Source: an optimization exercise on an open RTL-to-GDS flow (aim: small area). Production flows keep margins and buffers that such runs may drop.
In this exercise RTL edits were held to simulation tests only and were not proved equivalent to the original.
Power figures rest on the tool's default switching activity, not on a simulated workload.

==> flow/design.v <==
module tod_counter (
    input             clk,
    input             rst_n,
    input             cmd_valid,
    output            cmd_ready,
    input      [31:0] cmd_w6,
    input      [31:0] cmd_w7,
    input      [31:0] cmd_w8,
    input      [31:0] cmd_w9,
    output reg        cpl_valid,
    output            cpl_ok,
    output     [31:0] cpl_res0,
    output     [31:0] cpl_res1,
    output     [31:0] tod_ns,
    output     [31:0] tod_frac,
    output     [29:0] tod_subsec,
    output     [31:0] tod_wraps,
    output     [63:0] tod_inc,
    output reg        pps,
    output reg        wrap
);
    localparam [20:0] MOD5   = 21'd1_953_125;       
    localparam [20:0] NEGTOP = 21'd1_690_981;       
    localparam [3:0] C_IDLE = 4'd0;
    localparam [3:0] C_TAKE = 4'd1;                 
    localparam [3:0] C_W    = 4'd13;                
    localparam [3:0] C_STEP = 4'd14;                
    function [64:0] radd(input [63:0] a, input [63:0] b, input cin, input integer w);
        integer i;
        reg c;
        begin
            radd = 65'd0;
            c = cin;
            for (i = 0; i < 64; i = i + 1) begin
                if (i < w) begin
                    radd[i] = a[i] ^ b[i] ^ c;
                    c = (a[i] & b[i]) | (c & (a[i] ^ b[i]));
                end
            end
            radd[64] = c;
            for (i = 0; i < 64; i = i + 1)
                if (i == w) radd[i] = c;
        end
    endfunction
    function [65:0] fadd(input [63:0] a, input [63:0] b);
        reg [63:0] g, p;
        reg [64:0] c;
        reg [15:0] bg, bp;
        reg        g01, p01, g23, p23;
        integer i, j, l, s;
        begin
            g = a & b;
            p = a ^ b;
            for (j = 0; j < 16; j = j + 1) begin
                g01 = g[4*j+1] | (p[4*j+1] & g[4*j]);
                p01 = p[4*j+1] & p[4*j];
                g23 = g[4*j+3] | (p[4*j+3] & g[4*j+2]);
                p23 = p[4*j+3] & p[4*j+2];
                bg[j] = g23 | (p23 & g01);
                bp[j] = p23 & p01;
            end
            for (l = 0; l < 4; l = l + 1)
                for (j = 0; j < 16; j = j + 1)
                    if ((j >> l) & 1) begin
                        s = ((j >> l) << l) - 1;
                        bg[j] = bg[j] | (bp[j] & bg[s]);
                        bp[j] = bp[j] & bp[s];
                    end
            for (j = 0; j < 16; j = j + 1) begin
                c[4*j] = (j == 0) ? 1'b0 : bg[j-1];
                for (i = 0; i < 3; i = i + 1)
                    c[4*j+i+1] = g[4*j+i] | (p[4*j+i] & c[4*j+i]);
            end
            c[64] = bg[15];
            fadd = {c[32], c[64], p ^ c[63:0]};
        end
    endfunction
    function [20:0] mred(input [21:0] x);
        reg [21:0] m;
        reg [22:0] br;
        integer i;
        begin
            m = {1'b0, MOD5};
            br[0] = 1'b0;
            for (i = 0; i < 22; i = i + 1)
                br[i+1] = m[i] ? (~x[i] | br[i]) : (~x[i] & br[i]);
            for (i = 0; i < 21; i = i + 1)
                mred[i] = x[i] ^ (~br[22] & (m[i] ^ br[i]));
        end
    endfunction
    reg [63:0] acc;
    reg [29:0] subsec;
    reg [31:0] wraps;
    reg [23:0] dinc;        
    reg [31:0] hold;        
    reg [3:0]  cnt;         
    reg        dec_set, dec_step, dec_rate, dec_bad, dec_r2;
    reg        kprev;       
    wire       inc_s = dinc[23];
    assign tod_ns     = acc[63:32];
    assign tod_frac   = acc[31:0];
    assign tod_subsec = subsec;
    assign tod_wraps  = wraps;
    assign tod_inc    = {30'd0, ~inc_s, {9{inc_s}}, dinc};
    wire [2:0] kind = cmd_w6[2:0];
    wire       lock = cmd_w6[8];
    wire       w9z  = (cmd_w9 == 32'd0);
    wire       rsv_w6   = (|cmd_w6[31:9]) | (|cmd_w6[7:3]);
    wire       rsv_word = ((kind == 3'd2 || kind == 3'd3) && !w9z) ||
                          ((kind == 3'd4) && ((cmd_w7 | cmd_w8 | cmd_w9) != 32'd0));
    wire       rsv_lock = lock && (kind == 3'd3 || kind == 3'd4);
    wire       bad_rsv  = rsv_w6 | rsv_word | rsv_lock;
    wire       bad_kind = kind[2] | (kind[1] & kind[0]);
    wire [64:0] gt_sub = radd({32'd0, cmd_w8}, {32'd0, ~32'd999_999_999}, 1'b0, 32);
    wire [64:0] ge_min = radd({32'd0, cmd_w7}, {32'd0, ~32'hFFBE_76C9}, 1'b1, 32);
    wire [64:0] gt_max = radd({32'd0, cmd_w7}, {32'd0, ~32'h0041_8937}, 1'b0, 32);
    wire       bad_sub  = (kind == 3'd0) && gt_sub[32];
    wire       inc_ok   = ((cmd_w8 == 32'd1) && ge_min[32]) ||
                          ((cmd_w8 == 32'd2) && !gt_max[32]);
    wire       bad_inc  = (kind == 3'd2) && !inc_ok;
    wire       bad      = bad_rsv | bad_kind | bad_sub | bad_inc;
    wire       r2       = bad_rsv | (!bad_kind & (bad_sub | bad_inc));
    wire       at_take = (cnt == C_TAKE);
    wire       at_w    = (cnt == C_W);
    wire       at_step = (cnt == C_STEP);
    assign cmd_ready   = (at_take & !dec_step) | at_step;
    wire       accept  = rst_n & cmd_ready;
    wire       a_set   = rst_n & at_take & dec_set;
    wire       a_rate  = rst_n & at_take & dec_rate;
    wire       a_step  = rst_n & at_step;
    wire       mod_on  = dec_step & (cnt != C_IDLE) & (cnt < C_W);
    wire       keep    = rst_n & !a_set;                
    wire       plain   = keep & !a_step;                
    wire        d_s   = cmd_w8[31];
    wire [64:0] r_st  = radd({46'd0, cmd_w8[30:13]}, {43'd0, d_s ? NEGTOP : 21'd0}, 1'b0, 21);
    wire [35:0] dq    = {cmd_w8[12:0], cmd_w7[31:9]};
    reg  [2:0]  chunk;
    always @(*) begin
        case (cnt)
            4'd1:    chunk = dq[35:33];
            4'd2:    chunk = dq[32:30];
            4'd3:    chunk = dq[29:27];
            4'd4:    chunk = dq[26:24];
            4'd5:    chunk = dq[23:21];
            4'd6:    chunk = dq[20:18];
            4'd7:    chunk = dq[17:15];
            4'd8:    chunk = dq[14:12];
            4'd9:    chunk = dq[11:9];
            4'd10:   chunk = dq[8:6];
            4'd11:   chunk = dq[5:3];
            default: chunk = dq[2:0];
        endcase
    end
    wire [64:0] w_sum = radd({43'd0, subsec[29:9]}, {43'd0, hold[20:0]}, 1'b0, 21);
    wire [20:0] r1    = mred({hold[20:0], chunk[2]});
    wire [20:0] r2m   = mred({r1, chunk[1]});
    wire [21:0] x3    = at_w ? w_sum[21:0] : {r2m, chunk[0]};
    wire [20:0] r3    = mred(x3);
    wire [23:0] dinc_sel = a_rate ? cmd_w7[23:0] : dinc;
    wire        sel_s    = dinc_sel[23];
    wire [63:0] inc_sel  = {30'd0, ~sel_s, {9{sel_s}}, dinc_sel};
    wire [63:0] op_a  = acc & {64{keep}};
    wire [63:0] op_b  = inc_sel & {64{keep}};
    wire [63:0] op_c  = {cmd_w7, cmd_w9} & {64{a_set | a_step}};
    wire [63:0] cs_s  = op_a ^ op_b ^ op_c;
    wire [63:0] cs_c  = (op_a & op_b) | (op_a & op_c) | (op_b & op_c);
    wire [65:0] acc_n = fadd(cs_s, {cs_c[62:0], 1'b0});
    wire        c_lo1  = cs_c[31];
    wire        c_lo2  = acc_n[65];
    wire        carry64 = acc_n[64];
    wire [1:0]  inc_hi = {~sel_s, sel_s} & {2{keep}};
    wire [8:0]  lo_e   = a_step ? cmd_w7[8:0] : (a_set ? cmd_w8[8:0] : 9'd0);
    wire [10:0] lo_pre = {2'd0, subsec[8:0] & {9{keep}}} + {2'd0, lo_e} +
                         {9'd0, inc_hi} + {10'd0, c_lo1};
    wire [10:0] lo_sum = lo_pre + {10'd0, c_lo2};
    wire [1:0]  k_hi   = lo_sum[10:9];
    wire [20:0] hi_w   = a_step ? hold[20:0] :
                         (a_set ? cmd_w8[29:9] : (subsec[29:9] & {21{keep}}));
    wire [2:0]  hi_j   = {1'b0, k_hi} + {2'd0, a_step & kprev};
    wire [20:0] hi_sum = hi_w + {18'd0, hi_j};
    wire        hi_ge  = (hi_sum[20:2] == MOD5[20:2]) && (hi_sum[1:0] != 2'd0);
    wire [20:0] hi_out = hi_ge ? {19'd0, hi_sum[1:0] - 2'd1} : hi_sum;
    reg  [31:0] wr_ones;
    integer wi;
    always @(*) begin
        wr_ones[0] = 1'b1;
        for (wi = 1; wi < 32; wi = wi + 1)
            wr_ones[wi] = wr_ones[wi-1] & wraps[wi-1];
    end
    wire [31:0] wraps_inc = wraps ^ (wr_ones & {32{carry64 & plain}});
    always @(posedge clk) begin
        acc    <= acc_n[63:0];
        subsec <= {hi_out, lo_sum[8:0]};
        wraps  <= wraps_inc & {32{rst_n}};
        dinc   <= dinc_sel & {24{rst_n}};
        pps    <= plain & hi_ge;
        wrap   <= plain & carry64;
        kprev  <= k_hi[0];
    end
    always @(posedge clk) begin
        if (!rst_n || accept || (cnt == C_IDLE && !cmd_valid))
            cnt <= C_IDLE;
        else
            cnt <= cnt + 4'd1;
        cpl_valid <= accept;
        if (cnt == C_IDLE) begin
            dec_set  <= !bad && (kind == 3'd0);
            dec_step <= !bad && (kind == 3'd1);
            dec_rate <= !bad && (kind == 3'd2);
            dec_bad  <= bad;
            dec_r2   <= r2;
        end
        if (cnt == C_IDLE)
            hold[20:0] <= r_st[20:0];
        else if (mod_on | at_w)
            hold[20:0] <= r3;
        else
            hold[20:0] <= acc[52:32];
        hold[31:21] <= acc[63:53];
    end
    assign cpl_ok   = !dec_bad;
    assign cpl_res0 = dec_bad  ? {30'd0, dec_r2, !dec_r2} :
                      dec_rate ? acc[63:32] : hold;
    assign cpl_res1 = (dec_bad | dec_rate) ? 32'd0 : acc[63:32];
endmodule
==> flow/flow/run.sh <==
#!/bin/bash
# The standard layout (bash standard.sh), with the port buffers that
# placement inserts made the smallest buffer cell instead of the default.
set -euo pipefail
export BUFFER_PORTS_ARGS="-buffer_cell sky130_fd_sc_hd__buf_1"
bash standard.sh > standard_flow.log 2>&1
==> flow/standard.sh <==
#!/bin/bash
# synth_recipe.tcl (not shown) runs the flow's synth.tcl, then flattens the netlist and writes it again
# the make line also repeats each setting of config.mk as NAME=value (left out here)
make -C /OpenROAD-flow-scripts/flow DESIGN_CONFIG=/design/flow/config.mk WORK_HOME=/design/flow/orfs CLKGATE_MAP_FILE= SYNTH_SCRIPT=/design/flow/synth_recipe.tcl "${@:-finish}"
==> flow/config.mk <==
export PLATFORM = sky130hd
export DESIGN_NAME = tod_counter
export DESIGN_NICKNAME = tod_counter
export VERILOG_FILES = /design/flow/design.v
export SDC_FILE = /design/flow/constraint.sdc
export NUM_CORES = 4
export LEC_CHECK = 0
export CAP_MARGIN = 20
export CORE_MARGIN = 2
export CORE_UTILIZATION = 40
export SLEW_MARGIN = 20
==> flow/constraint.sdc <==
create_clock -name core_clock -period 12.0 [get_ports {clk}]
set_input_delay 2.4000 -clock core_clock [delete_from_list [all_inputs] [get_ports {clk}]]
set_output_delay 2.4000 -clock core_clock [all_outputs]
set_load 0.01 [all_outputs]
==> results of run 1 <==
## state kept, by name, summed over array words and instances, names as in the netlist, 4 cells and up
name,flops
acc,64
hold,32
wraps,32
subsec,30
dinc,24
cnt,4
## report_power, final
group	internal (W)	switching, W	leakage, nW	total [W]
Combinational	0.000346	0.000643	6.82	0.000989
Clock	0.000314	0.000296	0.291	0.000610
Sequential	0.000701	0.000101	1.59	0.000802
Total	0.00136	0.00104	8.70	0.00240
## final cells by class
type	count	area (um^2)	area share [%]
diodes	3	7.507	0.03771
clock buffers	18	429.2	2.156
clock inverters	14	166.4	0.8360
inverters	162	608.1	3.055
multi-input cells	1589	12410	62.36
flip-flops and latches	195	3954	19.86
well taps	585	732.0	3.677
repair buffers	391	1595	8.014
## through the flow
stage	utilization [%]	total power [W]	std cells	hold slack (ns)
after global routing	46.10	0.002526	2956	0.4342
after floorplan	-	0.001475	2092	0.4082
after detailed placement	44.64	0.001785	2922	0.4051
after global placement	44.64	0.001774	2922	0.4182
after CTS	46.02	0.002394	2954	0.4233
final	46.11	0.002400	2957	0.4128
## cell families (layout without fill, tap and decap cells)
logic type	count (synthesis)	in the layout	synth area share [%]
other cells	1	33	0.02138
compound gates	371	371	15.32
flops	195	195	22.55
fa+ha+maj	244	244	22.32
buf+inv	308	585	7.684
mux	50	50	2.918
simple gates	792	792	23.90
xor+xnor	102	102	5.287
## what timing repair did
| item | 4_1_cts | 5_1_grt |
|---|---|---|
| setup endpoints to repair | 0 | 15 |
| gates resized for setup | 0 | 9 |
| endpoints found under the hold margin | 0 | 0 |
## metal layers
metal	routed length (um)	GRT usage, %
met2	29340	45.29
met1	27810	38.02
met4	2042	9.698
met5	25	0
met3	4649	5.272
## worst max-delay path by stage
stage,from,endpoint,cells past startpoint,slack (ns)
after detailed placement,rst_n,subsec[10]$_DFF_P_,42,0.02
after global routing,rst_n,subsec[10]$_DFF_P_,44,0.006
after floorplan,rst_n,subsec[27]$_SDFF_PP0_,47,0.37
after CTS,rst_n,subsec[10]$_DFF_P_,42,0.49
final,rst_n,subsec[10]$_DFF_P_,44,0.82
after global placement,rst_n,subsec[10]$_DFF_P_,43,0.26
## cell usage in the layout (no fill, tap or decap), types with 35 or more instances in the layout
cell       n
a21o_1    35
a21oi_1   65
and2_1    93
and3_1    94
buf_1    358
dfxtp_1  190
fa_1     115
ha_1     128
inv_1    159
mux2i_1   46
nand2_1  137
nand3_1   87
nor2_1   144
nor2b_1   81
o21ai_0   52
xnor2_1   56
xor2_1    43
## worst max-delay path, delay by kind of cell
kind | cells | cell delay [ns]
AO/OA/AOI/OAI | 19 | 3.27
adder cells (fa/ha/maj) | 6 | 2.42
AND/OR/NAND/NOR | 11 | 2.13
buffers and inverters | 5 | 0.80
XOR/XNOR | 2 | 0.32
multiplexers | 1 | 0.21
==> reports/metrics.yaml, run 1 <==
detailed_routing:
  routed_via_density: 5.561
  ant_nets: 0
  routed_wl_mm: 63.87
  drc: 0
  vias: 16440
  drt-pass1-iter-count: 8
  initialDrtViolationCount: 1455
  post_drt_wl_per_cell_um: 21.60
timing:
  slew_headroom_pct: 32.38
  setup_ws_ns: 0.8243
  rsz0062_at_grt: "false"
  hold_violations: 0
  tightest_slew_ns: 1.011
  fin_worst_skew_ns: 0.01467
  tns_ns: 0
  fin_crit_sh_pct: 93.13
  slew_violations: 0
  clock.fmax_mhz: 89.48
  layout_min_cycle_time_ns: 11.18
  setup_viol_count_final: 0
min_path:
  worstHoldEndpoint: "hold[27]$_DFF_P_"
  min_from: "acc[59]$_DFF_P_"
  holdPathStages: 0
  min_path_type: "reg2reg"
place:
  globalplace.congestion: 0.9733
  portBuffers: 359
  placed_area_um2: 19270
  hpwl_mm: 51.71
  place_ws_ns: 0.02055
floorplan:
  fp.dieArea_um2: 45530
  core_area_um2: 43170
  chipHeight_um: 213.4
  rows: 76
  start_util_pct: 40.62
  fp.dieW_um: 213.4
  ios: 390
synth:
  synthArstFlopShare_pct: 0
  synth_cell_types: 106
  synth_edf_count: 5
  syn_inst: 2063
  ys_seq_area_share_pct: 22.55
  ys.flop_type: "dfxtp_1"
  synth_warnings: 1
  synth_area_leaders: "dfxtp_1 22%, fa_1 13%, ha_1 9.1%"
  yosysMostFrequentCell: "dfxtp_1"
  synth-seq-cells: 195
  synth_area_um2: 17540
  syn_area_per_cell_um2: 8.501
  synth_top_area_cell: "dfxtp_1"
  yosys.area.top_type_share_pct: 21.69
  ys_top_cells_by_count: "190 x dfxtp_1, 159 x inv_1, 146 x nor2_1, 139 x nand2_1, 128 x ha_1"
power_and_ir_drop:
  vdd_ir_drop_max_v: 0.0001004
  leakagePower_nw: 8.699
  p_per_area_nw_per_um2: 120.6
worst_setup_path:
  crit_path_top_delay_cell: "fa_1"
  r2r_end: "hold[1]$_DFF_P_"
  startpoint_type: "input pin"
  cp.required_ns: 12.40
  r2r_cells: 34
  cp_slowest_stage_delay_ns: 0.52
  cp-end-kind: "flip-flop"
  r2r_slack_ns: 1.85
  cpMostUsedCell: "a21o_1"
  cp_max_fo: 24
  timing.rr.start: "hold[0]$_DFF_P_"
  arrival_ns: 11.57
  critPathKind: "in2reg"
cells_and_area:
  syn2layout_area_growth_pct: 13.51
  fin_area_um2: 19910
  fillers: 4407
  drive_above_1_share_pct: 5.319
  layout.nets: 2730
clock_tree:
  root_buffer: "clkbuf_16"
  cts_setup_buffers: 0
  cts_buffers: 17
  postCtsHoldBufs: 0
  path_clk_slew_ns: 0.08
  cts_tree: "done"
  htreeDepth: 4
  cts_sinks: 195
  clkLatencyLatePin_ns: 0.48
  clock_path_buffers: 2
global_routing:
  grt_pass1_vias: 15950
  antenna_found_initial: 5
  grt-ovfl-total: 0
  grt_first_pass_wirelength_mm: 96.40
  grt_max_degree: 57
  track_usage_pct: 28.17
run:
  drv_cap: 0
status:
  status: "finished clean"
==> run 2, diff against run 1 <==
==> flow/run.sh (new file) <==
#!/bin/bash
# synth_recipe.tcl (not shown) runs the flow's synth.tcl, then flattens the netlist and writes it again
# the make line also repeats each setting of config.mk as NAME=value (left out here)
make -C /OpenROAD-flow-scripts/flow DESIGN_CONFIG=/design/flow/config.mk WORK_HOME=/design/flow/orfs CLKGATE_MAP_FILE= SYNTH_SCRIPT=/design/flow/synth_recipe.tcl finish
removed: flow/flow/run.sh
removed: flow/standard.sh
==> reports/metrics.yaml, run 2 <==
floorplan:
  rows: 76  # unchanged
  ios: 390  # unchanged
  fp.dieArea_um2: 45530  # unchanged
  chipHeight_um: 213.4  # unchanged
  core_area_um2: 43170  # unchanged
  fp.dieW_um: 213.4  # unchanged
  start_util_pct: 40.62  # unchanged
timing:
  slew_violations: 0  # unchanged
  clock.fmax_mhz: 88.44  # -1.2%
  fin_worst_skew_ns: 0.02535  # +0.01068 ns
  tightest_slew_ns: 1.079  # +0.06874 ns
  rsz0062_at_grt: "false"
  hold_violations: 0  # unchanged
  fin_crit_sh_pct: 94.23  # +1.1 points
  tns_ns: 0  # unchanged
  layout_min_cycle_time_ns: 11.31  # +0.1320 ns
  slew_headroom_pct: 27.78  # -4.6 points
  setup_viol_count_final: 0  # unchanged
run:
  drv_cap: 0  # unchanged
global_routing:
  grt-ovfl-total: 0  # unchanged
  grt_pass1_vias: 16110  # +0.95%
  grt_max_degree: 82  # +44%
  grt_first_pass_wirelength_mm: 97.79  # +1.4%
  antenna_found_initial: 3  # -2
  track_usage_pct: 28.80  # +0.63 points
worst_setup_path:
  startpoint_type: "input pin"
  cp.required_ns: 12.40  # about the same
  crit_path_top_delay_cell: "fa_1"
  cpMostUsedCell: "a21o_1"
  crit_buf_inv: 6  # +1
  critPathKind: "in2reg"
  cp_slowest_stage_delay_ns: 0.48  # -0.04 ns
  arrival_ns: 11.71  # +0.14 ns
  cp-end-kind: "flip-flop"
  crit_family: "compound AO/OA/AOI/OAI gates"
  cp_max_fo: 24  # unchanged
clock_tree:
  clkLatencyLatePin_ns: 0.49  # about the same
  cts_sinks: 195  # unchanged
  path_clk_slew_ns: 0.07  # about the same
  clock_path_buffers: 2  # unchanged
  postCtsHoldBufs: 0  # unchanged
  cts_buffers: 17  # unchanged
  root_buffer: "clkbuf_16"
  htreeDepth: 4  # unchanged
  cts_tree: "done"
detailed_routing:
  vias: 16410  # -0.18%
  post_drt_wl_per_cell_um: 22.16  # +2.6%
  routed_wl_mm: 65.69  # +2.9%
  ant_nets: 0  # unchanged
  routed_via_density: 5.536  # -0.45%
  initialDrtViolationCount: 1276  # -12%
  drt-pass1-iter-count: 5  # -3
  drc: 0  # unchanged
cells_and_area:
  drive_above_1_share_pct: 5.509  # +0.19 points
  layout_common_cells: "358 x clkdlybuf4s50_1, 190 x dfxtp_1, 159 x inv_1"
  fin_area_um2: 22190  # +11%
  layout.nets: 2739  # +0.33%
  final_common_cell: "clkdlybuf4s50_1"
  largest_register: "acc"
  reg_top3: "acc x64, hold x32, wraps x32"
  syn2layout_area_growth_pct: 26.53
  largest_reg_flops: 64  # unchanged
synth:
  yosysMostFrequentCell: "dfxtp_1"
  synth_area_leaders: "dfxtp_1 22%, fa_1 13%, ha_1 9.1%"
  yosys.area.top_type_share_pct: 21.69  # unchanged
  syn_area_per_cell_um2: 8.501  # unchanged
  synth-seq-cells: 195  # unchanged
  synth_top_area_cell: "dfxtp_1"
  synthArstFlopShare_pct: 0  # unchanged
  synth_edf_count: 5  # unchanged
  synth_area_um2: 17540  # unchanged
  ys_top_cells_by_count: "190 x dfxtp_1, 159 x inv_1, 146 x nor2_1, 139 x nand2_1, 128 x ha_1"
  synth_cell_types: 106  # unchanged
  syn_inst: 2063  # unchanged
  ys_seq_area_share_pct: 22.55  # unchanged
  ys.flop_type: "dfxtp_1"
  synth_warnings: 1  # unchanged
place:
  placed_area_um2: 21590  # +12%
  hpwl_mm: 52.90  # +2.3%
  globalplace.congestion: 0.9274  # -4.7%
  portBuffers: 359  # unchanged
power_and_ir_drop:
  leakagePower_nw: 9.598  # +10%
  vdd_ir_drop_max_v: 0.00009679  # -3.6%
  power.total_w: 0.002453  # +2.2%
  p_per_area_nw_per_um2: 110.6  # -8.3%
status:
  status: "finished clean"
min_path:
  min_path_type: "reg2reg"
run 2: changes by cell type in the layout (fill, tap and decap cells not counted), moves of 2 or more:
cell,delta
buf_1,-358
o21ai_1,+2
clkdlybuf4s50_1,+358
buf_4,+9
run 2: through the flow:
| stage | util [%] | setup slack [ns] | cells | hold WS, ns |
|---|---|---|---|---|
| 5_1_grt | 51.39 | 0.01871 | 2964 | 0.4360 |
| 4_1_cts | 51.36 | 0.4799 | 2963 | 0.4259 |
| 3_3_place_gp | 50.01 | 0.2295 | 2931 | 0.4079 |
| 6_report | 51.40 | 0.6923 | 2965 | 0.4133 |
| 2_1_floorplan | - | 0.3730 | 2092 | 0.4082 |
| 3_5_place_dp | 50.01 | -0.0007789 | 2931 | 0.4158 |
run 2: layout make-up:
type | count | area, um^2
Clock inverter | 13 | 140.1
Antenna cell | 2 | 5.005
Clock buffer | 19 | 442.9
Sequential cell | 195 | 3954
Inverter | 162 | 608.1
Multi-Input combinational cell | 1589 | 12390
Fill cell | 4168 | 20980
Timing Repair Buffer | 400 | 3915
Tap cell | 585 | 732.0
run 2: timing repair:
item                                    in CTS  in global routing
endpoints found under the setup margin       0                 15
resized for setup                            0                  4
buffers inserted                             0                  0
run 2: final timing paths:
kind	startpoint	endpoint	slack, ns	cells after the start
max	rst_n	subsec[10]$_DFF_P_	0.69	42
min	acc[56]$_DFF_P_	hold[24]$_DFF_P_	0.41	0
max reg2reg	hold[0]$_DFF_P_	hold[1]$_DFF_P_	1.72	34
min reg2reg	acc[56]$_DFF_P_	hold[24]$_DFF_P_	0.41	0
run 2: kinds of logic (layout without fill, tap and decap cells):
| logic type | after synthesis | after routing | share of synthesized area, % |
|---|---|---|---|
| other | 1 | 32 | 0.02138 |
| xor gates and xnor gates | 102 | 102 | 5.287 |
| adders and majority gates | 244 | 244 | 22.32 |
| and+or+nand+nor | 792 | 792 | 23.90 |
| AOI/OAI and AO/OA | 371 | 371 | 15.32 |
| buffers and inverters | 308 | 594 | 7.684 |
| muxes | 50 | 50 | 2.918 |
| DFF | 195 | 195 | 22.55 |
run 2: where the power goes:
| part | total (W) | internal (W) | switching, W | leakage (nW) |
|---|---|---|---|---|
| clock network | 0.000599 | 0.000300 | 0.000299 | 0.290 |
| registers | 0.000805 | 0.000701 | 0.000104 | 1.59 |
| logic | 0.00105 | 0.000411 | 0.000638 | 7.72 |
| total | 0.00245 | 0.00141 | 0.00104 | 9.60 |
run 2: per-layer routing:
metal	global-route usage, %	up-vias	part of all wire [%]
met5	0	-	0.018
met4	10.90	2	3.2
met3	4.599	86	6.6
met2	47.06	634	46
met1	38.36	7984	44
li1	-	7708	-
==> run 3, diff against run 2 <==
--- a/flow/design.v
+++ b/flow/design.v
@@ -67,9 +67,11 @@
                         bp[j] = bp[j] & bp[s];
                     end
             for (j = 0; j < 16; j = j + 1) begin
-                c[4*j] = (j == 0) ? 1'b0 : bg[j-1];
-                for (i = 0; i < 3; i = i + 1)
-                    c[4*j+i+1] = g[4*j+i] | (p[4*j+i] & c[4*j+i]);
+                c[4*j]   = (j == 0) ? 1'b0 : bg[j-1];
+                c[4*j+1] = g[4*j] | (p[4*j] & c[4*j]);
+                c[4*j+2] = g[4*j+1] | (p[4*j+1] & g[4*j]) | (p[4*j+1] & p[4*j] & c[4*j]);
+                c[4*j+3] = g[4*j+2] | (p[4*j+2] & g[4*j+1]) | (p[4*j+2] & p[4*j+1] & g[4*j]) |
+                           (p[4*j+2] & p[4*j+1] & p[4*j] & c[4*j]);
             end
             c[64] = bg[15];
             fadd = {c[32], c[64], p ^ c[63:0]};
@@ -170,14 +172,28 @@
     wire        carry64 = acc_n[64];
     wire [1:0]  inc_hi = {~sel_s, sel_s} & {2{keep}};
     wire [8:0]  lo_e   = a_step ? cmd_w7[8:0] : (a_set ? cmd_w8[8:0] : 9'd0);
-    wire [10:0] lo_pre = {2'd0, subsec[8:0] & {9{keep}}} + {2'd0, lo_e} +
-                         {9'd0, inc_hi} + {10'd0, c_lo1};
-    wire [10:0] lo_sum = lo_pre + {10'd0, c_lo2};
+    wire [64:0] lo_p1  = radd({55'd0, subsec[8:0] & {9{keep}}}, {55'd0, lo_e}, c_lo1, 9);
+    wire [64:0] lo_pre = radd({54'd0, lo_p1[9:0]}, {62'd0, inc_hi}, 1'b0, 10);
+    reg  [10:0] lo_ones;
+    reg  [20:0] hi_ones;
+    integer oi;
+    always @(*) begin
+        lo_ones[0] = 1'b1;
+        for (oi = 1; oi < 11; oi = oi + 1)
+            lo_ones[oi] = lo_ones[oi-1] & lo_pre[oi-1];
+    end
+    wire [10:0] lo_sum = lo_pre[10:0] ^ (lo_ones & {11{c_lo2}});
     wire [1:0]  k_hi   = lo_sum[10:9];
     wire [20:0] hi_w   = a_step ? hold[20:0] :
                          (a_set ? cmd_w8[29:9] : (subsec[29:9] & {21{keep}}));
     wire [2:0]  hi_j   = {1'b0, k_hi} + {2'd0, a_step & kprev};
-    wire [20:0] hi_sum = hi_w + {18'd0, hi_j};
+    wire [2:0]  hi_lo  = {1'b0, hi_w[1:0]} + hi_j;
+    always @(*) begin
+        hi_ones[2] = 1'b1;
+        for (oi = 3; oi < 21; oi = oi + 1)
+            hi_ones[oi] = hi_ones[oi-1] & hi_w[oi-1];
+    end
+    wire [20:0] hi_sum = {hi_w[20:2] ^ (hi_ones[20:2] & {19{hi_lo[2]}}), hi_lo[1:0]};
     wire        hi_ge  = (hi_sum[20:2] == MOD5[20:2]) && (hi_sum[1:0] != 2'd0);
     wire [20:0] hi_out = hi_ge ? {19'd0, hi_sum[1:0] - 2'd1} : hi_sum;
     reg  [31:0] wr_ones;
==> flow/flow/run.sh (new file) <==
#!/bin/bash
# The standard layout (bash standard.sh), with the port buffers that
# placement inserts made the smallest buffer cell instead of the default.
set -euo pipefail
export BUFFER_PORTS_ARGS="-buffer_cell sky130_fd_sc_hd__buf_1"
bash standard.sh > standard_flow.log 2>&1
==> flow/standard.sh (new file) <==
#!/bin/bash
# synth_recipe.tcl (not shown) runs the flow's synth.tcl, then flattens the netlist and writes it again
# the make line also repeats each setting of config.mk as NAME=value (left out here)
make -C /OpenROAD-flow-scripts/flow DESIGN_CONFIG=/design/flow/config.mk WORK_HOME=/design/flow/orfs CLKGATE_MAP_FILE= SYNTH_SCRIPT=/design/flow/synth_recipe.tcl "${@:-finish}"
--- a/flow/config.mk
+++ b/flow/config.mk
@@ -8,4 +8,5 @@
 export CAP_MARGIN = 20
 export CORE_MARGIN = 2
 export CORE_UTILIZATION = 40
+export CTS_BUF_LIST = sky130_fd_sc_hd__clkbuf_8
 export SLEW_MARGIN = 20
removed: flow/run.sh
==> reports/metrics.yaml, run 3 <==
status:
  status: "finished clean"
synth:
  synthMuxAreaShare_pct: 2.635  # -0.28 points
  synthXorXnorAreaFrac_pct: 6.092  # +0.81 points
  synth_simple_gate_area_share_pct: 25.12  # +1.2 points
  ys.flop_type: "dfxtp_1"
  synthAdderAreaFrac_pct: 19.84  # -2.5 points
  ys_top_cells_by_count: "190 x dfxtp_1, 174 x nand2_1, 169 x nor2_1, 128 x and2_1, 127 x ha_1"
  syn_inst: 2080  # +0.82%
  synth_top_area_cell: "dfxtp_1"
  synth_compound_area_share_pct: 16.25  # +0.93 points
  syn_area_per_cell_um2: 8.265  # -2.8%
  synth_top_family_by_area: "simple AND/OR/NAND/NOR gates"
  synth_cell_types: 102  # -3.8%
  ys_seq_area_share_pct: 23.00  # +0.45 points
  synth_warnings: 1  # unchanged
  synthArstFlopShare_pct: 0  # unchanged
  synth_area_um2: 17190  # -2.0%
  yosysMostFrequentCell: "dfxtp_1"
  synth_area_leaders: "dfxtp_1 22%, fa_1 11%, ha_1 9.2%"
  yosys.area.top_type_share_pct: 22.13  # +0.44 points
  synth_edf_count: 5  # unchanged
  synth-seq-cells: 195  # unchanged
floorplan:
  chipHeight_um: 211.3  # -0.97%
  ios: 390  # unchanged
  fp.dieW_um: 211.3  # -0.97%
  rows: 75  # -1.3%
  core_area_um2: 42230  # -2.2%
  start_util_pct: 40.71  # +0.087 points
  fp.dieArea_um2: 44650  # -1.9%
cells_and_area:
  fin_util_pct: 45.66  # -5.7 points
  layout_common_cells: "358 x buf_1, 190 x dfxtp_1, 174 x nand2_1"
  reg_top3: "acc x64, hold x32, wraps x32"
  layout.nets: 2733  # -0.22%
  syn2layout_area_growth_pct: 12.15
  fin_area_um2: 19280  # -13%
  drive_above_1_share_pct: 5.131  # -0.38 points
  final_common_cell: "buf_1"
  largest_register: "acc"
  largest_reg_flops: 64  # unchanged
timing:
  rsz0062_at_grt: "false"
  clock.fmax_mhz: 88.21  # -0.25%
  slew_violations: 0  # unchanged
  fin_hold_ws_ns: 0.4168  # +0.003495 ns
  layout_min_cycle_time_ns: 11.34  # +0.02874 ns
  tns_ns: 0  # unchanged
  fin_crit_sh_pct: 94.47  # +0.24 points
  tightest_slew_ns: 1.050  # -0.02903 ns
  fin_worst_skew_ns: 0.03231  # +0.006965 ns
  setup_viol_count_final: 0  # unchanged
  hold_violations: 0  # unchanged
  slew_headroom_pct: 29.72  # +1.9 points
worst_setup_path:
  cp.required_ns: 12.48  # +0.08 ns
  r2r_cells: 38  # +12%
  critPathKind: "in2reg"
  r2r_slack_ns: 1.53  # -0.19 ns
  r2r_end: "subsec[10]$_DFF_P_"
  startpoint_type: "input pin"
  timing.rr.start: "cnt[3]$_SDFF_PP0_"
  cp_slowest_stage_delay_ns: 0.46  # -0.02 ns
  crit_path_top_delay_cell: "fa_1"
  cpMostUsedCell: "fa_1"
  endpoint: "subsec[10]$_DFF_P_"
  cp_max_fo: 13  # -46%
  cp-end-kind: "flip-flop"
  startpoint: "rst_n"
  arrival_ns: 11.82  # +0.11 ns
power_and_ir_drop:
  vdd_ir_drop_max_v: 0.00008374  # -13%
  swShare_pct: 47.34  # +4.9 points
  seq_power_share_pct: 34.4  # +1.6 points
  p_per_area_nw_per_um2: 126.1  # +14%
  leakagePower_nw: 8.471  # -12%
  power.switching_w: 0.001151  # +10%
  p_clk_share_pct: 18.6  # -5.8 points
  internal_power_w: 0.001280  # -9.3%
  combPwrFrac_pct: 47.0  # +4.2 points
place:
  hpwl_mm: 51.93  # -1.8%
  globalplace.congestion: 0.9429  # +1.7%
  portBuffers: 359  # unchanged
  placed_area_um2: 18880  # -13%
clock_tree:
  clock_path_buffers: 2  # unchanged
  cts_buffers: 17  # unchanged
  cts_tree: "done"
  htreeDepth: 4  # unchanged
  root_buffer: "clkbuf_8"
  cts_resized: 0  # unchanged
  path_clk_slew_ns: 0.11  # +0.04 ns
  clkLatencyLatePin_ns: 0.55  # +0.06 ns
  postCtsHoldBufs: 0  # unchanged
  cts_sinks: 195  # unchanged
  cts_setup_buffers: 0  # unchanged
min_path:
  holdPathStages: 0  # unchanged
  min_path_type: "reg2reg"
detailed_routing:
  drc: 0  # unchanged
  routed_via_density: 5.694  # +2.8%
  post_drt_wl_per_cell_um: 22.21  # +0.24%
  routed_wl_mm: 65.36  # -0.51%
  drt-pass1-iter-count: 6  # +1
  initialDrtViolationCount: 1570  # +23%
  ant_nets: 0  # unchanged
  vias: 16760  # +2.1%
run:
  drv_cap: 0  # unchanged
global_routing:
  grt_first_pass_wirelength_mm: 96.40  # -1.4%
  grt_max_degree: 62  # -24%
  grt-ovfl-total: 0  # unchanged
  antenna_found_initial: 11  # +8
  grt_pass1_vias: 15830  # -1.7%
  track_usage_pct: 28.87  # +0.070 points
## run 3: cell types whose count changed after synthesis, moves of 25 or more
cell,previous run,this run
a21oi_1,66,118
a21boi_0,30,5
inv_1,159,126
nand2_1,139,174
nor2b_1,81,15
and2_1,93,128
## run 3: cells by family (layout without fill, tap and decap cells)
| kind of cell | count (synthesis) | after routing |
|---|---|---|
| simple gates | 836 | 836 |
| compound gates | 403 | 403 |
| buf+inv | 266 | 554 |
| fa+ha+maj | 218 | 218 |
| flops | 195 | 195 |
| xor+xnor | 117 | 117 |
| mux | 44 | 44 |
| other cells | 1 | 37 |
## run 3: metrics by stage
stage                     std cells  setup WS, ns  total power (W)
after global routing           2942       0.07954         0.002568
after global placement         2904        0.1423         0.001955
after floorplan                2109      0.001156         0.001617
after CTS                      2936        0.5712         0.002421
final                          2943        0.6636         0.002431
after detailed placement       2904     -0.006065         0.001964
## run 3: worst max-delay path, delay by kind of cell
family                     cells  cell delay, ns
adders and majority gates     14            5.20
muxes                          1            0.21
xor gates and xnor gates       2            0.46
buffers and inverters          7            0.67
and+or+nand+nor               11            2.55
AOI/OAI and AO/OA              2            0.30
## run 3: final cells by class
class / count / area, um^2
diodes: 7 / 17.52
clock buffers: 17 / 234.0
clock inverters: 15 / 145.1
fillers: 4391 / 22950
inverters: 130 / 495.5
multi-input cells: 1648 / 12160
flip-flops and latches: 195 / 3954
well taps: 539 / 674.4
repair buffers: 392 / 1597
## run 3: how the worst min path moves through the flow
stage	startpoint	end	slack [ns]
2_1_floorplan	acc[53]$_DFF_P_	hold[21]$_DFF_P_	0.41
3_3_place_gp	acc[53]$_DFF_P_	hold[21]$_DFF_P_	0.40
3_5_place_dp	acc[53]$_DFF_P_	hold[21]$_DFF_P_	0.40
4_1_cts	acc[53]$_DFF_P_	hold[21]$_DFF_P_	0.42
5_1_grt	acc[53]$_DFF_P_	hold[21]$_DFF_P_	0.44
6_report	acc[53]$_DFF_P_	hold[21]$_DFF_P_	0.42
## run 3: per-layer routing
metal  GRT usage (%)  up-vias  share of wire (%)
li1                -     7812                  -
met1           38.68     8071                 44
met2           45.67      728                 45
met3           5.682      137                7.8
met4           11.58        8                3.8
met5               0        -              0.089
## run 3: power by group through the flow
stage                     Sequential [W]  Combinational, W  Clock, W
after CTS                       0.000829           0.00113  0.000465
after global placement          0.000845           0.00111         0
final                           0.000835           0.00114  0.000453
after detailed placement        0.000844           0.00112         0
after global routing            0.000837           0.00124  0.000488
after floorplan                 0.000767          0.000850         0
==> run 4, diff against run 3 <==
--- a/flow/config.mk
+++ b/flow/config.mk
@@ -8,5 +8,4 @@
 export CAP_MARGIN = 20
 export CORE_MARGIN = 2
 export CORE_UTILIZATION = 40
-export CTS_BUF_LIST = sky130_fd_sc_hd__clkbuf_8
 export SLEW_MARGIN = 20
==> reports/metrics.yaml, run 4 <==
global_routing:
  grt-ovfl-total: 0  # unchanged
  grt_max_degree: 62  # unchanged
  track_usage_pct: 28.95  # +0.084 points
  grt_util_met3_pct: 6.127  # +0.45 points
  grtUsageMet1_pct: 38.49  # -0.18 points
  antenna_found_initial: 12  # +1
  grt_first_pass_wirelength_mm: 96.52  # +0.13%
  globalRouteMet2Util_pct: 45.67  # unchanged
  busiest_layer: "met2"
  grt_pass1_vias: 15860  # +0.15%
power_and_ir_drop:
  vdd_ir_drop_max_v: 0.00008285  # -1.1%
  power.total_w: 0.002570  # +5.7%
  p_per_area_nw_per_um2: 132.0  # +4.7%
  leakagePower_nw: 8.550  # +0.93%
synth:
  synth_area_um2: 17190  # unchanged
  syn_inst: 2080  # unchanged
  synth_cell_types: 102  # unchanged
  ys_seq_area_share_pct: 23.00  # unchanged
  synth_edf_count: 5  # unchanged
  synthArstFlopShare_pct: 0  # unchanged
  synth_top_area_cell: "dfxtp_1"
  ys_top_cells_by_count: "190 x dfxtp_1, 174 x nand2_1, 169 x nor2_1, 128 x and2_1, 127 x ha_1"
  synth_area_leaders: "dfxtp_1 22%, fa_1 11%, ha_1 9.2%"
  synth-seq-cells: 195  # unchanged
  yosys.area.top_type_share_pct: 22.13  # unchanged
  synth_warnings: 1  # unchanged
  syn_area_per_cell_um2: 8.265  # unchanged
  ys.flop_type: "dfxtp_1"
  yosysMostFrequentCell: "dfxtp_1"
detailed_routing:
  post_drt_wl_per_cell_um: 22.19  # -0.10%
  routed_wl_mm: 65.29  # -0.10%
  initialDrtViolationCount: 1529  # -2.6%
  drt-pass1-iter-count: 5  # -1
  ant_nets: 0  # unchanged
  vias: 16690  # -0.41%
  drc: 0  # unchanged
  routed_via_density: 5.670  # -0.41%
timing:
  slew_violations: 0  # unchanged
  fin_worst_skew_ns: 0.01771  # -0.01461 ns
  layout_min_cycle_time_ns: 11.39  # +0.05122 ns
  hold_violations: 0  # unchanged
  slew_headroom_pct: 31.02  # +1.3 points
  clock.fmax_mhz: 87.81  # -0.45%
  setup_viol_count_final: 0  # unchanged
  tightest_slew_ns: 1.031  # -0.01936 ns
  fin_crit_sh_pct: 94.90  # +0.43 points
  fin_hold_ws_ns: 0.4133  # -0.003519 ns
  rsz0062_at_grt: "false"
min_path:
  min_from: "acc[53]$_DFF_P_"
  holdPathStages: 0  # unchanged
  worstHoldEndpoint: "hold[21]$_DFF_P_"
  min_path_type: "reg2reg"
worst_setup_path:
  cpMostUsedCell: "fa_1"
  cp_max_fo: 13  # unchanged
  timing.rr.start: "cnt[3]$_SDFF_PP0_"
  cp_slowest_stage_delay_ns: 0.46  # about the same
  crit_path_top_delay_cell: "fa_1"
  startpoint_type: "input pin"
  cp.required_ns: 12.41  # -0.07 ns
  critPathKind: "in2reg"
  cp-end-kind: "flip-flop"
  arrival_ns: 11.80  # -0.02 ns
  r2r_slack_ns: 1.55  # +0.02 ns
  r2r_end: "subsec[10]$_DFF_P_"
  r2r_cells: 38  # unchanged
cells_and_area:
  layout_common_cells: "358 x buf_1, 190 x dfxtp_1, 174 x nand2_1"
  reg_top3: "acc x64, hold x32, wraps x32"
  drive_above_1_share_pct: 5.131  # unchanged
  largest_register: "acc"
  final_common_cell: "buf_1"
  syn2layout_area_growth_pct: 13.27
  layout.nets: 2733  # unchanged
  largest_reg_flops: 64  # unchanged
clock_tree:
  clkLatencyLatePin_ns: 0.49  # -0.06 ns
  postCtsHoldBufs: 0  # unchanged
  cts_tree: "done"
  cts_sinks: 195  # unchanged
  root_buffer: "clkbuf_16"
  clock_path_buffers: 2  # unchanged
  path_clk_slew_ns: 0.08  # -0.03 ns
  htreeDepth: 4  # unchanged
  cts_buffers: 17  # unchanged
floorplan:
  chipHeight_um: 211.3  # unchanged
  core_area_um2: 42230  # unchanged
  rows: 75  # unchanged
  fp.dieW_um: 211.3  # unchanged
  start_util_pct: 40.71  # unchanged
  fp.dieArea_um2: 44650  # unchanged
  ios: 390  # unchanged
place:
  hpwl_mm: 51.93  # unchanged
  globalplace.congestion: 0.9429  # unchanged
  portBuffers: 359  # unchanged
status:
  status: "finished clean"
run:
  drv_cap: 0  # unchanged
run 4: area by class of cell:
class                      instances  area, um^2
timing repair buffer             392        1597
inverter                         130       495.5
clock buffer                      19       432.9
fill                            4348       22760
sequential                       195        3954
tap                              539       674.4
clock inverter                    13       137.6
antenna                            7       17.52
multi-input combinational       1648       12160
run 4: metrics by stage:
stage                     instances  instance area [um^2]  util, %   TNS (ns)  worst slack (ns)
after floorplan                2109                 17320        -          0          0.001156
after global placement         2904                 18880    44.71          0            0.1423
after detailed placement       2904                 18880    44.71  -0.006065         -0.006065
after CTS                      2936                 19450    46.07          0            0.4904
after global routing           2942                 19470    46.10          0           0.01047
final                          2943                 19470    46.11          0            0.6124
run 4: logic make-up after synthesis:
| logic type | after synthesis | share of synthesized area [%] |
|---|---|---|
| flip-flops | 195 | 23.00 |
| buffers and inverters | 266 | 7.046 |
| other | 1 | 0.02181 |
| AO/OA/AOI/OAI | 403 | 16.25 |
| AND/OR/NAND/NOR | 836 | 25.12 |
| adder cells (fa/ha/maj) | 218 | 19.84 |
| XOR/XNOR | 117 | 6.092 |
| multiplexers | 44 | 2.635 |
run 4: worst max-delay path by stage:
| stage | from | to | cells past startpoint |
|---|---|---|---|
| finish | rst_n | subsec[10]$_DFF_P_ | 37 |
| global route | rst_n | subsec[10]$_DFF_P_ | 37 |
| CTS | rst_n | subsec[10]$_DFF_P_ | 37 |
| detailed placement | rst_n | subsec[10]$_DFF_P_ | 37 |
| global placement | rst_n | subsec[10]$_DFF_P_ | 37 |
| floorplan | rst_n | subsec[9]$_DFF_P_ | 39 |
run 4: metal layers:
layer	share of wire (%)	vias to the layer above
met5	0.081	-
met4	3.8	8
met3	8.1	150
met2	45	701
met1	43	8006
li1	-	7823
run 4: where the power goes:
part | switching (W) | total, W | internal [W]
Combinational | 0.000737 | 0.00114 | 0.000405
Clock | 0.000300 | 0.000594 | 0.000294
Sequential | 0.000130 | 0.000835 | 0.000705
run 4: critical path, delay by kind of cell:
kind | cells | cell delay, ns
adder cells (fa/ha/maj) | 14 | 5.21
multiplexers | 1 | 0.21
XOR/XNOR | 2 | 0.46
AND/OR/NAND/NOR | 11 | 2.55
buffers and inverters | 7 | 0.68
AO/OA/AOI/OAI | 2 | 0.30
run 4: repair_timing:
item	in CTS	in global routing
setup endpoints to repair	0	13
buffers inserted	0	0
resized for setup	0	1
==> run 5, diff against run 4 <==
--- a/flow/config.mk
+++ b/flow/config.mk
@@ -5,7 +5,8 @@
 export SDC_FILE = /design/flow/constraint.sdc
 export NUM_CORES = 4
 export LEC_CHECK = 0
+export ABC_AREA = 1
 export CAP_MARGIN = 20
 export CORE_MARGIN = 2
-export CORE_UTILIZATION = 40
+export CORE_UTILIZATION = 60
 export SLEW_MARGIN = 20
==> reports/metrics.yaml, run 5 <==
detailed_routing:
  initialDrtViolationCount: 1597  # +4.4%
  drc: 0  # unchanged
  routed_via_density: 5.585  # -1.5%
  drt-pass1-iter-count: 6  # +1
  post_drt_wl_per_cell_um: 18.11  # -18%
  routed_wl_mm: 54.66  # -16%
  ant_nets: 0  # unchanged
  vias: 16860  # +1.0%
floorplan:
  start_util_pct: 60.92  # +20 points
  chipHeight_um: 169.2  # -20%
  core_area_um2: 26880  # -36%
  fp.dieW_um: 169.2  # -20%
  ios: 390  # unchanged
  rows: 60  # -20%
  fp.dieArea_um2: 28630  # -36%
power_and_ir_drop:
  vdd_ir_drop_max_v: 0.00008526  # +2.9%
  combPwrFrac_pct: 37.5  # -6.9 points
  power.switching_w: 0.0009452  # -19%
  internal_power_w: 0.001255  # -11%
  power.total_w: 0.002200  # -14%
  p_per_area_nw_per_um2: 118.4  # -10%
  p_clk_share_pct: 27.8  # +4.7 points
  leakagePower_nw: 8.837  # +3.4%
  swShare_pct: 42.95  # -2.4 points
  seq_power_share_pct: 34.8  # +2.3 points
timing:
  clock.fmax_mhz: 89.25  # +1.6%
  slew_headroom_pct: 52.09  # +21 points
  setup_viol_count_final: 0  # unchanged
  layout_min_cycle_time_ns: 11.20  # -0.1837 ns
  tns_ns: 0  # unchanged
  fin_worst_skew_ns: 0.01392  # -0.003790 ns
  hold_violations: 0  # unchanged
  fin_crit_sh_pct: 93.37  # -1.5 points
  setup_ws_ns: 0.7961  # +0.1837 ns
  fin_hold_ws_ns: 0.3656  # -0.04774 ns
  slew_violations: 0  # unchanged
  tightest_slew_ns: 0.7138  # -0.3171 ns
place:
  place_ws_ns: 0.002296  # +0.008361 ns
  hpwl_mm: 44.20  # -15%
  placed_cells: 2979  # +2.6%
  globalplace.congestion: 1.055  # +12%
  portBuffers: 359  # unchanged
clock_tree:
  clkLatencyLatePin_ns: 0.46  # -0.03 ns
  cts_buffers: 17  # unchanged
  cts_sinks: 195  # unchanged
  path_clk_slew_ns: 0.09  # about the same
  root_buffer: "clkbuf_16"
  htreeDepth: 4  # unchanged
  cts_tree: "done"
  clock_path_buffers: 2  # unchanged
synth:
  ys.flop_type: "dfxtp_1"
  ys_top_cells_by_count: "417 x inv_1, 349 x nand2_1, 347 x nor2_1, 190 x dfxtp_1, 132 x o21ai_0"
  ys_seq_area_share_pct: 24.15  # +1.1 points
  syn_inst: 2335  # +12%
  synth_cell_types: 54  # -47%
  synthArstFlopShare_pct: 0  # unchanged
  synth_top_area_cell: "dfxtp_1"
  yosysMostFrequentCell: "inv_1"
  synth_area_leaders: "dfxtp_1 23%, fa_1 11%, ha_1 9.7%"
  yosys.area.top_type_share_pct: 23.23  # +1.1 points
  synth_edf_count: 5  # unchanged
  synth_warnings: 1  # unchanged
  synth-seq-cells: 195  # unchanged
  synth_area_um2: 16370  # -4.8%
  syn_area_per_cell_um2: 7.012  # -15%
status:
  status: "finished clean"
worst_setup_path:
  r2r_slack_ns: 1.97  # +0.42 ns
  cp.required_ns: 12.34  # -0.07 ns
  crit_path_top_delay_cell: "fa_1"
  r2r_end: "subsec[29]$_SDFF_PP0_"
  cpMostUsedCell: "inv_1"
  arrival_ns: 11.54  # -0.26 ns
  cp_slowest_stage_delay_ns: 0.46  # about the same
  r2r_cells: 58  # +53%
  startpoint_type: "input pin"
  cp_max_fo: 12  # -1
  timing.rr.start: "cnt[2]$_SDFF_PP0_"
  critPathKind: "in2reg"
  cp-end-kind: "flip-flop"
global_routing:
  antenna_found_initial: 1  # -11
  grt_pass1_vias: 15870  # +0.057%
  grt-ovfl-total: 0  # unchanged
  grt_first_pass_wirelength_mm: 83.84  # -13%
  track_usage_pct: 37.69  # +8.7 points
  grt_max_degree: 63  # +1.6%
min_path:
  holdPathStages: 0  # unchanged
  worstHoldEndpoint: "hold[22]$_DFF_P_"
  min_path_type: "reg2reg"
  min_from: "acc[54]$_DFF_P_"
run:
  drv_cap: 0  # unchanged
cells_and_area:
  largest_reg_flops: 64  # unchanged
  layout_common_cells: "417 x inv_1, 359 x buf_1, 347 x nand2_1"
  largest_register: "acc"
  final_common_cell: "inv_1"
  reg_top3: "acc x64, hold x32, wraps x32"
  final_cell_count_no_fill: 3018  # +2.5%
  layout.nets: 3011  # +10%
  drive_above_1_share_pct: 5.645  # +0.51 points
  syn2layout_area_growth_pct: 13.53
-- run 5: per-layer routing --
layer  GRT usage (%)  up-vias  share of wire [%]
li1                -     8004                  -
met1           50.01     7778                 42
met2           59.93      896                 44
met3           7.603      179                9.5
met4           16.35        0                4.4
met5               0        -                  0
-- run 5: area by class of cell --
type                            instances  area [um^2]
Antenna cell                            2        5.005
Clock buffer                           17        425.4
Clock inverter                         15        182.7
Fill cell                            2461         8287
Inverter                              428         1610
Multi-Input combinational cell       1627        10350
Sequential cell                       195         3954
Tap cell                              341        426.7
Timing Repair Buffer                  392         1625
Timing Repair inverter                  1        5.005
-- run 5: per-stage QoR --
step	instance area, um^2	utilization, %
2_1_floorplan	16500	-
3_3_place_gp	17840	66.38
4_1_cts	18450	68.64
3_5_place_dp	17840	66.38
5_1_grt	18590	69.16
6_report	18590	69.17
-- run 5: timing repair --
action / 4_1_cts / 5_1_grt
buffers inserted: 0 / 3
setup endpoints to repair: 0 / 16
hold buffers: 0 / 0
resized for setup: 0 / 29
-- run 5: cell families after synthesis --
| family | count (synthesis) | synth area share, % |
|---|---|---|
| other cells | 1 | 0.02290 |
| simple gates | 963 | 25.39 |
| buf+inv | 542 | 13.81 |
| xor+xnor | 78 | 4.172 |
| compound gates | 338 | 11.63 |
| flops | 195 | 24.15 |
| fa+ha+maj | 218 | 20.83 |
-- run 5: worst max-delay path: cells and delay by family --
kind | cells | cell delay, ns
and+or+nand+nor | 18 | 1.78
adders and majority gates | 14 | 5.02
buffers and inverters | 23 | 1.98
xor gates and xnor gates | 2 | 0.34
-- run 5: worst max-delay path by stage --
| stage | endpoint | slack, ns | cells after the start | startpoint |
|---|---|---|---|---|
| global route | subsec[29]$_SDFF_PP0_ | -0.07 | 73 | rst_n |
| global placement | subsec[29]$_SDFF_PP0_ | 0.20 | 57 | rst_n |
| finish | subsec[29]$_SDFF_PP0_ | 0.80 | 57 | rst_n |
| floorplan | subsec[27]$_SDFF_PP0_ | 0.08 | 56 | rst_n |
| detailed placement | subsec[29]$_SDFF_PP0_ | 0.002 | 57 | rst_n |
| CTS | subsec[29]$_SDFF_PP0_ | 0.47 | 57 | rst_n |
-- run 5: power by group through the flow --
stage               registers [W]  clock network, W  logic, W
floorplan                0.000768                 0  0.000617
global placement         0.000777                 0  0.000780
detailed placement       0.000778                 0  0.000801
CTS                      0.000763          0.000614  0.000807
global route             0.000769          0.000638  0.000924
finish                   0.000765          0.000611  0.000825
==> run 6, diff against run 5 <==
--- a/flow/config.mk
+++ b/flow/config.mk
@@ -8,5 +8,5 @@
 export ABC_AREA = 1
 export CAP_MARGIN = 20
 export CORE_MARGIN = 2
-export CORE_UTILIZATION = 60
+export CORE_UTILIZATION = 40
 export SLEW_MARGIN = 20
==> reports/metrics.yaml, run 6 <==
power_and_ir_drop:
  leakagePower_nw: 8.845  # about the same
  swShare_pct: 41.72  # -1.2 points
  vdd_ir_drop_max_v: 0.0001205  # +41%
  p_per_area_nw_per_um2: 116.3  # -1.7%
  internal_power_w: 0.001276  # +1.6%
  p_clk_share_pct: 26.9  # -0.9 points
  seq_power_share_pct: 35.0  # +0.2 points
  power.switching_w: 0.0009132  # -3.4%
  combPwrFrac_pct: 38.0  # +0.5 points
worst_setup_path:
  cp.required_ns: 12.34  # about the same
  timing.rr.start: "cnt[2]$_SDFF_PP0_"
  startpoint: "rst_n"
  startpoint_type: "input pin"
  r2r_cells: 58  # unchanged
  cp_slowest_stage_delay_ns: 0.47  # about the same
  cpMostUsedCell: "inv_1"
  critPathKind: "in2reg"
  endpoint: "subsec[29]$_SDFF_PP0_"
  r2r_end: "subsec[29]$_SDFF_PP0_"
  crit_path_top_delay_cell: "fa_1"
  cp-end-kind: "flip-flop"
  r2r_slack_ns: 1.99  # +0.02 ns
  cp_max_fo: 28  # +16
  arrival_ns: 11.54  # about the same
min_path:
  holdPathStages: 0  # unchanged
  min_path_type: "reg2reg"
  min_from: "acc[58]$_DFF_P_"
timing:
  fin_hold_ws_ns: 0.3658  # +0.0002160 ns
  slew_headroom_pct: 25.20  # -27 points
  tns_ns: 0  # unchanged
  slew_violations: 0  # unchanged
  clock.fmax_mhz: 89.30  # about the same
  hold_violations: 0  # unchanged
  rsz0062_at_grt: "false"
  fin_crit_sh_pct: 93.32  # about the same
  fin_worst_skew_ns: 0.01613  # +0.002213 ns
  layout_min_cycle_time_ns: 11.20  # -0.005201 ns
  tightest_slew_ns: 1.122  # +0.4082 ns
  setup_viol_count_final: 0  # unchanged
global_routing:
  grt_first_pass_wirelength_mm: 88.98  # +6.1%
  grt-ovfl-total: 0  # unchanged
  antenna_found_initial: 1  # unchanged
  grt_pass1_vias: 15730  # -0.83%
  track_usage_pct: 27.65  # -10 points
  grt_max_degree: 64  # +1.6%
cells_and_area:
  largest_register: "acc"
  syn2layout_area_growth_pct: 14.92
  largest_reg_flops: 64  # unchanged
  reg_top3: "acc x64, hold x32, wraps x32"
  layout_common_cells: "415 x inv_1, 359 x buf_1, 347 x nand2_1"
  fillers: 4274  # +74%
  final_common_cell: "inv_1"
  diodes: 0  # -2
  layout.nets: 3019  # +0.27%
  drive_above_1_share_pct: 5.556  # -0.089 points
synth:
  synth_area_leaders: "dfxtp_1 23%, fa_1 11%, ha_1 9.7%"
  syn_area_per_cell_um2: 7.012  # unchanged
  synth_edf_count: 5  # unchanged
  synthMuxAreaShare_pct: 0  # unchanged
  synth-seq-cells: 195  # unchanged
  synth_top_area_cell: "dfxtp_1"
  ys_seq_area_share_pct: 24.15  # unchanged
  synthArstFlopShare_pct: 0  # unchanged
  yosys.area.top_type_share_pct: 23.23  # unchanged
  synth_compound_area_share_pct: 11.63  # unchanged
  ys.flop_type: "dfxtp_1"
  synth_warnings: 1  # unchanged
  syn_inst: 2335  # unchanged
  yosysMostFrequentCell: "inv_1"
  synthAdderAreaFrac_pct: 20.83  # unchanged
  synth_simple_gate_area_share_pct: 25.39  # unchanged
  ys_top_cells_by_count: "417 x inv_1, 349 x nand2_1, 347 x nor2_1, 190 x dfxtp_1, 132 x o21ai_0"
  synth_cell_types: 54  # unchanged
  synth_top_family_by_area: "simple AND/OR/NAND/NOR gates"
  synthXorXnorAreaFrac_pct: 4.172  # unchanged
  synth_area_um2: 16370  # unchanged
floorplan:
  rows: 74  # +23%
  ios: 390  # unchanged
  start_util_pct: 40.28  # -21 points
  chipHeight_um: 206.3  # +22%
  fp.dieArea_um2: 42570  # +49%
  fp.dieW_um: 206.3  # +22%
  core_area_um2: 40650  # +51%
detailed_routing:
  ant_nets: 0  # unchanged
  vias: 16450  # -2.4%
  drt-pass1-iter-count: 5  # -1
  post_drt_wl_per_cell_um: 18.19  # +0.45%
  drc: 0  # unchanged
  initialDrtViolationCount: 1244  # -22%
  routed_wl_mm: 58.47  # +7.0%
  routed_via_density: 5.119  # -8.4%
clock_tree:
  clock_path_buffers: 2  # unchanged
  cts_setup_buffers: 0  # unchanged
  root_buffer: "clkbuf_16"
  htreeDepth: 4  # unchanged
  cts_buffers: 17  # unchanged
  cts_sinks: 195  # unchanged
  cts_tree: "done"
  clkLatencyLatePin_ns: 0.47  # about the same
  path_clk_slew_ns: 0.07  # -0.02 ns
place:
  globalplace.congestion: 0.9630  # -8.7%
  hpwl_mm: 48.64  # +10%
  portBuffers: 359  # unchanged
run:
  drv_cap: 0  # unchanged
status:
  status: "finished clean"
==> run 6: cell count changes in the layout (fill, tap and decap cells not counted), sizes merged <==
cell,delta
buf,+8
clkbuf,+4
clkinv,-4
diode,-2
bufinv,+1
clkinvlp,-1
inv,-1
==> run 6: worst min path at each step <==
stage,end,slack [ns]
2_1_floorplan,hold[21]$_DFF_P_,0.39
3_3_place_gp,hold[21]$_DFF_P_,0.37
3_5_place_dp,hold[26]$_DFF_P_,0.36
4_1_cts,hold[26]$_DFF_P_,0.37
5_1_grt,hold[26]$_DFF_P_,0.38
6_report,hold[26]$_DFF_P_,0.37
==> run 6: final cells by class <==
class | instances | area (um^2) | area share [%]
clock buffers | 20 | 466.7 | 2.480
clock inverters | 11 | 116.4 | 0.6184
inverters | 428 | 1610 | 8.558
multi-input cells | 1627 | 10310 | 54.78
flip-flops and latches | 195 | 3954 | 21.01
well taps | 532 | 665.6 | 3.537
repair buffers | 401 | 1697 | 9.017
==> run 6: repair_timing <==
item	in CTS	in global routing
hold buffers	0	0
gates resized for setup	0	17
setup endpoints to repair	0	15
==> run 6: power by group through the flow <==
stage	Sequential [W]	Combinational, W	Clock [W]
floorplan	0.000768	0.000617	0
global placement	0.000781	0.000807	0
detailed placement	0.000782	0.000821	0
CTS	0.000767	0.000825	0.000607
global route	0.000772	0.000945	0.000629
finish	0.000767	0.000832	0.000589
==> run 6: cell families after synthesis <==
logic type,Yosys count
AOI/OAI and AO/OA,338
xor gates and xnor gates,78
adders and majority gates,218
buffers and inverters,542
DFF,195
other,1
and+or+nand+nor,963
==> run 6: critical path, delay by kind of cell <==
family	cells	cell delay, ns
AND/OR/NAND/NOR	17	1.75
XOR/XNOR	2	0.32
adder cells (fa/ha/maj)	14	5.12
buffers and inverters	22	1.93
==> run 6: per-stage QoR <==
step	setup slack [ns]	cell area (um^2)	power, W	utilization, %	instances
after detailed placement	0.06917	18190	0.001602	44.75	3183
after CTS	0.5827	18770	0.002198	46.18	3214
after global routing	0.03796	18820	0.002346	46.29	3214
final	0.8013	18820	0.002189	46.29	3214
after global placement	0.2019	18190	0.001588	44.75	3183
after floorplan	0.07983	16500	0.001385	-	2364
==> run 6: metal layers <==
metal | share of wire, % | GRT usage [%] | wire (um)
met4 | 3.8 | 11.71 | 2229
met1 | 44 | 36.27 | 25950
met2 | 45 | 44.69 | 26570
met3 | 6.3 | 4.888 | 3710
met5 | 0.022 | 0 | 13
==> run 7, diff against run 6 <==
--- a/flow/config.mk
+++ b/flow/config.mk
@@ -9,4 +9,6 @@
 export CAP_MARGIN = 20
 export CORE_MARGIN = 2
 export CORE_UTILIZATION = 40
+export CTS_BUF_LIST = sky130_fd_sc_hd__clkbuf_8
+export CTS_CLUSTER_SIZE = 12
 export SLEW_MARGIN = 20
==> reports/metrics.yaml, run 7 <==
timing:
  fin_hold_ws_ns: 0.3671  # +0.001365 ns
  setup_ws_ns: 0.7688  # -0.03249 ns
  tightest_slew_ns: 1.091  # -0.03070 ns
  rsz0062_at_grt: "false"
  hold_violations: 0  # unchanged
  fin_crit_sh_pct: 93.59  # +0.27 points
  setup_viol_count_final: 0  # unchanged
  fin_worst_skew_ns: 0.02200  # +0.005868 ns
  slew_headroom_pct: 27.17  # +2.0 points
  slew_violations: 0  # unchanged
  tns_ns: 0  # unchanged
  clock.fmax_mhz: 89.04  # -0.29%
  layout_min_cycle_time_ns: 11.23  # +0.03249 ns
clock_tree:
  root_buffer: "clkbuf_8"
  postCtsHoldBufs: 0  # unchanged
  cts_buffers: 17  # unchanged
  htreeDepth: 4  # unchanged
  cts_resized: 0  # unchanged
  cts_tree: "done"
  cts_sinks: 195  # unchanged
  clock_path_buffers: 2  # unchanged
  cts_setup_buffers: 0  # unchanged
  clkLatencyLatePin_ns: 0.53  # +0.06 ns
  path_clk_slew_ns: 0.10  # +0.03 ns
synth:
  syn_area_per_cell_um2: 7.012  # unchanged
  synth_area_um2: 16370  # unchanged
  ys_top_cells_by_count: "417 x inv_1, 349 x nand2_1, 347 x nor2_1, 190 x dfxtp_1, 132 x o21ai_0"
  synth_edf_count: 5  # unchanged
  synth-seq-cells: 195  # unchanged
  yosys.area.top_type_share_pct: 23.23  # unchanged
  ys.flop_type: "dfxtp_1"
  synthMuxAreaShare_pct: 0  # unchanged
  synthAdderAreaFrac_pct: 20.83  # unchanged
  synth_area_leaders: "dfxtp_1 23%, fa_1 11%, ha_1 9.7%"
  ys_seq_area_share_pct: 24.15  # unchanged
  yosysMostFrequentCell: "inv_1"
  synth_cell_types: 54  # unchanged
  synth_warnings: 1  # unchanged
  synthXorXnorAreaFrac_pct: 4.172  # unchanged
  synth_top_area_cell: "dfxtp_1"
  synth_top_family_by_area: "simple AND/OR/NAND/NOR gates"
  synth_simple_gate_area_share_pct: 25.39  # unchanged
  syn_inst: 2335  # unchanged
  synth_compound_area_share_pct: 11.63  # unchanged
  synthArstFlopShare_pct: 0  # unchanged
global_routing:
  grt-ovfl-total: 0  # unchanged
  antenna_found_initial: 1  # unchanged
  grt_max_degree: 64  # unchanged
  grt_first_pass_wirelength_mm: 88.44  # -0.60%
  grt_pass1_vias: 15750  # +0.083%
  track_usage_pct: 27.57  # -0.081 points
place:
  portBuffers: 359  # unchanged
  place_ws_ns: 0.06917  # unchanged
  globalplace.congestion: 0.9630  # unchanged
  placed_area_um2: 18190  # unchanged
  hpwl_mm: 48.64  # unchanged
worst_setup_path:
  cp_max_fo: 28  # unchanged
  cp-end-kind: "flip-flop"
  arrival_ns: 11.63  # +0.09 ns
  crit_family: "adder cells"
  cpMostUsedCell: "inv_1"
  crit_buf_inv: 22  # unchanged
  crit_path_top_delay_cell: "fa_1"
  cp_slowest_stage_delay_ns: 0.47  # about the same
  cp.required_ns: 12.40  # +0.06 ns
  critPathKind: "in2reg"
  startpoint_type: "input pin"
power_and_ir_drop:
  leakagePower_nw: 8.759  # -0.97%
  p_per_area_nw_per_um2: 109.8  # -5.6%
  vdd_ir_drop_max_v: 0.00007992  # -34%
  power.total_w: 0.002045  # -6.6%
cells_and_area:
  fillers: 4290  # +0.37%
  fin_area_um2: 18620  # -1.0%
  layout.nets: 3019  # unchanged
  reg_top3: "acc x64, hold x32, wraps x32"
  largest_register: "acc"
  largest_reg_flops: 64  # unchanged
  drive_above_1_share_pct: 5.518  # -0.037 points
  final_common_cell: "inv_1"
  syn2layout_area_growth_pct: 13.73
  layout_common_cells: "415 x inv_1, 359 x buf_1, 347 x nand2_1"
floorplan:
  chipHeight_um: 206.3  # unchanged
  core_area_um2: 40650  # unchanged
  ios: 390  # unchanged
  start_util_pct: 40.28  # unchanged
  rows: 74  # unchanged
  fp.dieArea_um2: 42570  # unchanged
  fp.dieW_um: 206.3  # unchanged
detailed_routing:
  vias: 16430  # -0.13%
  routed_via_density: 5.110  # -0.16%
  drc: 0  # unchanged
  routed_wl_mm: 58.40  # -0.13%
  drt-pass1-iter-count: 6  # +1
  post_drt_wl_per_cell_um: 18.16  # -0.16%
  ant_nets: 0  # unchanged
  initialDrtViolationCount: 1203  # -3.3%
run:
  drv_cap: 0  # unchanged
min_path:
  min_path_type: "reg2reg"
status:
  status: "finished clean"
[run 7: worst paths after layout]
check | end | depth (start not counted) | slack [ns] | from
max | subsec[29]$_SDFF_PP0_ | 55 | 0.77 | rst_n
min | hold[26]$_DFF_P_ | 0 | 0.37 | acc[58]$_DFF_P_
max reg2reg | subsec[29]$_SDFF_PP0_ | 58 | 1.91 | cnt[2]$_SDFF_PP0_
min reg2reg | hold[26]$_DFF_P_ | 0 | 0.37 | acc[58]$_DFF_P_
[run 7: cell type report]
cell class	count	area, um^2	area share (%)
multi-input cells	1627	10300	55.34
flip-flops and latches	195	3954	21.23
repair buffers	401	1693	9.091
inverters	428	1610	8.647
well taps	532	665.6	3.575
clock buffers	20	275.3	1.478
clock inverters	11	116.4	0.6249
diodes	1	2.502	0.01344
[run 7: metrics by stage]
step	instances	utilization, %
CTS	3214	45.71
floorplan	2364	-
detailed placement	3183	44.75
finish	3215	45.81
global route	3214	45.81
global placement	3183	44.75
[run 7: worst reg2reg max path: cells and delay by family, from the launching register on]
kind,cells,cell delay (ns)
compound gates,1,0.11
xor+xnor,2,0.32
simple gates,19,1.91
flops,1,0.38
buf+inv,21,1.61
fa+ha+maj,15,5.61
[run 7: cells by family after synthesis]
kind of cell,count (synthesis)
flops,195
buf+inv,542
compound gates,338
other cells,1
xor+xnor,78
simple gates,963
fa+ha+maj,218
[run 7: layer usage]
metal | global-route usage [%] | wire length (um) | vias to the layer above
met5 | 0 | 17 | -
met4 | 14.13 | 2801 | 2
met3 | 5.897 | 4126 | 135
met2 | 43.38 | 25960 | 605
met1 | 35.54 | 25490 | 7658
li1 | - | - | 8030
[run 7: report_power, final]
group | internal [W] | leakage (nW) | switching [W] | total, W
sequential | 0.000707 | 1.59 | 0.0000608 | 0.000767
combinational | 0.000262 | 6.96 | 0.000567 | 0.000829
clock | 0.000185 | 0.202 | 0.000264 | 0.000448

Check on run 7: ideal ports give 0.769 ns setup slack; a clkbuf_16 on the clock port and buf_2 on the inputs give 0.801 ns; moving port delays by the midpoint clock arrival (0.568 ns) as well gives 0.233 ns.
